Source: an optimization exercise on an open RTL-to-GDS flow (aim: small area and a short achievable clock period). Production flows keep margins and buffers that such runs may drop. The RTL was checked by simulation tests, not by an equivalence proof against the original design. The flow treats the clock pin as an ideal source. Dropping or thinning the clock tree relies on that and would not hold on a real chip.

==> run a <==
## fehel_flit_rx
module fehel_flit_rx (
    input  wire        clk,
    input  wire        rst,
    input  wire        in_valid,
    input  wire [63:0] in_data,
    output reg         res_valid,
    output reg         res_crc_ok,
    output wire        res_ctrl,
    output wire [3:0]  res_err,        
    output wire [4:0]  res_msgs,
    output wire [19:0] res_vc_slots,   
    output wire [11:0] res_fseq,
    output wire [11:0] res_fack
);
Settings: LEC_CHECK=0, CAP_MARGIN=20, CORE_MARGIN=2, CORE_UTILIZATION=55, SLEW_MARGIN=20; clock period 12.0 ns.
standard.sh (not shown) runs the stock make flow with config.mk's settings and CLKGATE_MAP_FILE= SYNTH_SCRIPT=/design/flow/synth_recipe.tcl, a recipe that flattens the netlist after the stock synthesis.
==> flow/flow/run.sh <==
#!/bin/bash
# Layout: the standard ORFS flow (standard.sh), with these changes:
#  - every port gets a plain buf_1 as its port buffer;
#  - clock tree: two short levels of clock buffers (flow/cts_manual.tcl,
#    8 leaf buffers under 2 root buffers);
#  - the timing repair after CTS and after global routing aims for a setup
#    slack margin of 8.7 ns.
#  Placement settings: PLACE_DENSITY=0.7. Repair settings: none.
# Each make call's output goes to its own make_*.log; ORFS keeps each tool's
# log under orfs/logs/.
set -euo pipefail
H=$PWD
B="BUFFER_PORTS_ARGS=-buffer_cell sky130_fd_sc_hd__buf_1"
C="PRE_CTS_TCL=$H/flow/cts_manual.tcl"
bash standard.sh "$B" "$C" synth > make_synth.log 2>&1
bash standard.sh "$B" "$C" PLACE_DENSITY=0.7 floorplan place > make_place.log 2>&1
bash standard.sh "$B" "$C" PLACE_DENSITY=0.7 SETUP_SLACK_MARGIN=8.7  cts > make_cts.log 2>&1
bash standard.sh "$B" "$C" PLACE_DENSITY=0.7 SETUP_SLACK_MARGIN=8.7  finish > make_finish.log 2>&1
==> flow/flow/cts_manual.tcl <==
# Sourced by ORFS's cts.tcl as PRE_CTS_TCL. Replaces clock_tree_synthesis
# with a short two-level clock tree: the registers are split by location
# into NLEAF groups of equal size (halving by x, then by y, ...), each driven
# by a leaf clock buffer at the group's centre; the leaf buffers are split
# the same way into NROOT groups, each driven by a root clock buffer at its
# centre. The clock port feeds only the NROOT root buffers, and every
# register sees exactly one root and one leaf buffer.

proc mcts_split { items n } {
  set groups [list $items]
  set axis 0
  while { [llength $groups] < $n } {
    set ng {}
    foreach g $groups {
      set s [lsort -integer -index $axis $g]
      set h [expr { [llength $s] / 2 }]
      lappend ng [lrange $s 0 [expr { $h - 1 }]] [lrange $s $h end]
    }
    set groups $ng
    set axis [expr { 1 - $axis }]
  }
  return $groups
}

proc mcts_drive { block master name in_net group } {
  # group: list of {x y iterm}; returns {cx cy A-iterm}
  set sx 0; set sy 0
  foreach s $group { incr sx [lindex $s 0]; incr sy [lindex $s 1] }
  set n [llength $group]
  set cx [expr { $sx / $n }]
  set cy [expr { $sy / $n }]
  set inst [odb::dbInst_create $block $master $name]
  set net [odb::dbNet_create $block "${name}_net"]
  $net setSigType CLOCK
  [$inst findITerm X] connect $net
  foreach s $group {
    set it [lindex $s 2]
    $it disconnect
    $it connect $net
  }
  $inst setLocation [expr { $cx - [$master getWidth] / 2 }] [expr { $cy - [$master getHeight] / 2 }]
  $inst setPlacementStatus PLACED
  set a [$inst findITerm A]
  $a connect $in_net
  puts "manual_cts: $name drives $n pins at ($cx, $cy)"
  return [list $cx $cy $a]
}

proc manual_cts { } {
  set nleaf 8
  set nroot 2
  if { [info exists ::env(MCTS_NLEAF)] } { set nleaf $::env(MCTS_NLEAF) }
  if { [info exists ::env(MCTS_NROOT)] } { set nroot $::env(MCTS_NROOT) }
  set block [ord::get_db_block]
  set db [ord::get_db]
  set leafcell sky130_fd_sc_hd__clkbuf_16
  set rootcell sky130_fd_sc_hd__clkbuf_16
  if { [info exists ::env(MCTS_LEAF)] } { set leafcell $::env(MCTS_LEAF) }
  if { [info exists ::env(MCTS_ROOT)] } { set rootcell $::env(MCTS_ROOT) }
  set leafm [$db findMaster $leafcell]
  set rootm [$db findMaster $rootcell]
  set clk_net [$block findNet clk]
  set sinks {}
  foreach it [$clk_net getITerms] {
    set bb [[$it getInst] getBBox]
    lappend sinks [list [expr { ([$bb xMin] + [$bb xMax]) / 2 }] \
                        [expr { ([$bb yMin] + [$bb yMax]) / 2 }] $it]
  }
  set leaves {}
  set k 0
  foreach g [mcts_split $sinks $nleaf] {
    lappend leaves [mcts_drive $block $leafm "clkbuf_leaf_$k" $clk_net $g]
    incr k
  }
  set k 0
  foreach g [mcts_split $leaves $nroot] {
    mcts_drive $block $rootm "clkbuf_root_$k" $clk_net $g
    incr k
  }
  $clk_net setSigType CLOCK
  set_propagated_clock [all_clocks]
}

rename clock_tree_synthesis orig_clock_tree_synthesis
proc clock_tree_synthesis { args } {
  manual_cts
}
==> inputs of run b, as changes to run a <==
--- a/flow/design.v
+++ b/flow/design.v
@@ -889,23 +889,27 @@
     wire crc_good = &u;
     reg        hdr_ev;     
     reg        slot_ev;    
     reg        last_ev;    
     reg  [7:0] op_r;
     reg  [4:0] len_r;
-    wire [5:0] beat_inc   = beat + 6'd1;
-    wire       slot_beat  = beat[0] && (beat != 6'd63);
-    wire       last_beat  = (beat == 6'd63);
     always @(posedge clk) begin
-        op_r    <= in_data[7:0];
-        len_r   <= in_data[12:8];
-        hdr_ev  <= !rst && in_valid && first;
-        slot_ev <= !rst && in_valid && slot_beat;
-        last_ev <= !rst && in_valid && last_beat;
-        if (rst || in_valid)
-            beat <= beat_inc & {6{!rst}};
+        op_r  <= in_data[7:0];
+        len_r <= in_data[12:8];
+        if (rst) begin
+            beat    <= 6'd0;
+            hdr_ev  <= 1'b0;
+            slot_ev <= 1'b0;
+            last_ev <= 1'b0;
+        end else begin
+            hdr_ev  <= in_valid && first;
+            slot_ev <= in_valid && beat[0] && (beat != 6'd63);
+            last_ev <= in_valid && (beat == 6'd63);
+            if (in_valid)
+                beat <= beat + 6'd1;
+        end
     end
     reg  [11:0] fseq;
     reg  [11:0] fack;
     reg         ctrl;
     reg         ftype_err;
     wire [3:0]  h_ftype = ~u[63:60];
@@ -1003,19 +1007,29 @@
             if (inc && inc_vc == 2'd1) vc1 <= vc1 + 5'd1;
             if (inc && inc_vc == 2'd2) vc2 <= vc2 + 5'd1;
             if (inc && inc_vc == 2'd3) vc3 <= vc3 + 5'd1;
         end
     end
     wire any_err = ftype_err | cont_err | opcode_err | len_err;
-    wire carry_ld = last_ev && crc_good && (any_err || !ctrl);
     always @(posedge clk) begin
         res_crc_ok <= crc_good;
-        res_valid  <= !rst && last_ev;
-        if (rst || carry_ld) begin
-            carry    <= (any_err || rst) ? 5'd0 : rem;
-            carry_vc <= (any_err || rst) ? 2'd0 : cur_vc;
+        if (rst) begin
+            res_valid <= 1'b0;
+            carry     <= 5'd0;
+            carry_vc  <= 2'd0;
+        end else begin
+            res_valid <= last_ev;
+            if (last_ev && crc_good) begin
+                if (any_err) begin
+                    carry    <= 5'd0;
+                    carry_vc <= 2'd0;
+                end else if (!ctrl) begin
+                    carry    <= rem;
+                    carry_vc <= cur_vc;
+                end
+            end
         end
     end
     assign res_ctrl     = ctrl;
     assign res_err      = {len_err, opcode_err, cont_err, ftype_err};
     assign res_msgs     = msgs;
     assign res_vc_slots = {vc3, vc2, vc1, vc0};
==> flow/run.sh (new file) <==
#!/bin/bash
# synth_recipe.tcl (not shown) runs the flow's synth.tcl, then flattens the netlist and writes it again
# the make line also repeats each setting of config.mk as NAME=value (left out here)
make -C /OpenROAD-flow-scripts/flow DESIGN_CONFIG=/design/flow/config.mk WORK_HOME=/design/flow/orfs CLKGATE_MAP_FILE= SYNTH_SCRIPT=/design/flow/synth_recipe.tcl finish
Settings changed: CORE_UTILIZATION 55 to 40.
removed: flow/flow/run.sh
removed: flow/flow/cts_manual.tcl
removed: flow/standard.sh
==> impl_metrics.ini <==
[global_route]
grt_max_degree = 66

[critical_path]
cp-startpoint = msgs[2]
cp-endpoint = res_msgs[2]
reg2reg_slack_ns = 8.27

[logic_synthesis]
netlist_area_um2 = 15240

[hold_path]
hp-start = last_ev

[status]
outcome = complete, no violations
(the above is from run b)
==> impl_metrics.ini <==
[status]
outcome = complete, no violations

[critical_path]
reg2reg_slack_ns = 8.70
cp-startpoint = u[4]
cp-endpoint = u[17]

[sta]
setup_ws_ns = 8.696

[hold_path]
hp-start = msgs[3]

[logic_synthesis]
netlist_area_um2 = 14720
yosysTopAreaCell = xnor2_1
(the above is from run a)
The clock cells of run a come from the design's own scripts or RTL, not from TritonCTS.

static timing again, ports no longer ideal:
The results above use ideal ports. As a check the final layouts listed here were re-extracted and re-timed, cells and wires unchanged. Step 1 assumes that a clkbuf_16 drives the clock port and a buf_2 every other input. Step 2 also shifts input and output timing later by t, the mid clock arrival at the registers, as if the neighbouring blocks saw the same clock. Slacks: no drivers / after step 1 / after step 2; pairs: no drivers / after step 1.
run | t (ns) | setup slack, ns | worst slew at a driven data input, ns
run a | 0.412 | 8.696 / 8.628 / 8.353 | 0.04
run b | 0.522 | 8.155 / 8.097 / 7.875 | 0.06
After both steps setup and hold are still met in every run listed. For run a, which loses most, drivers alone change the setup slack by -0.068 ns; drivers and shift together by -0.343 ns.
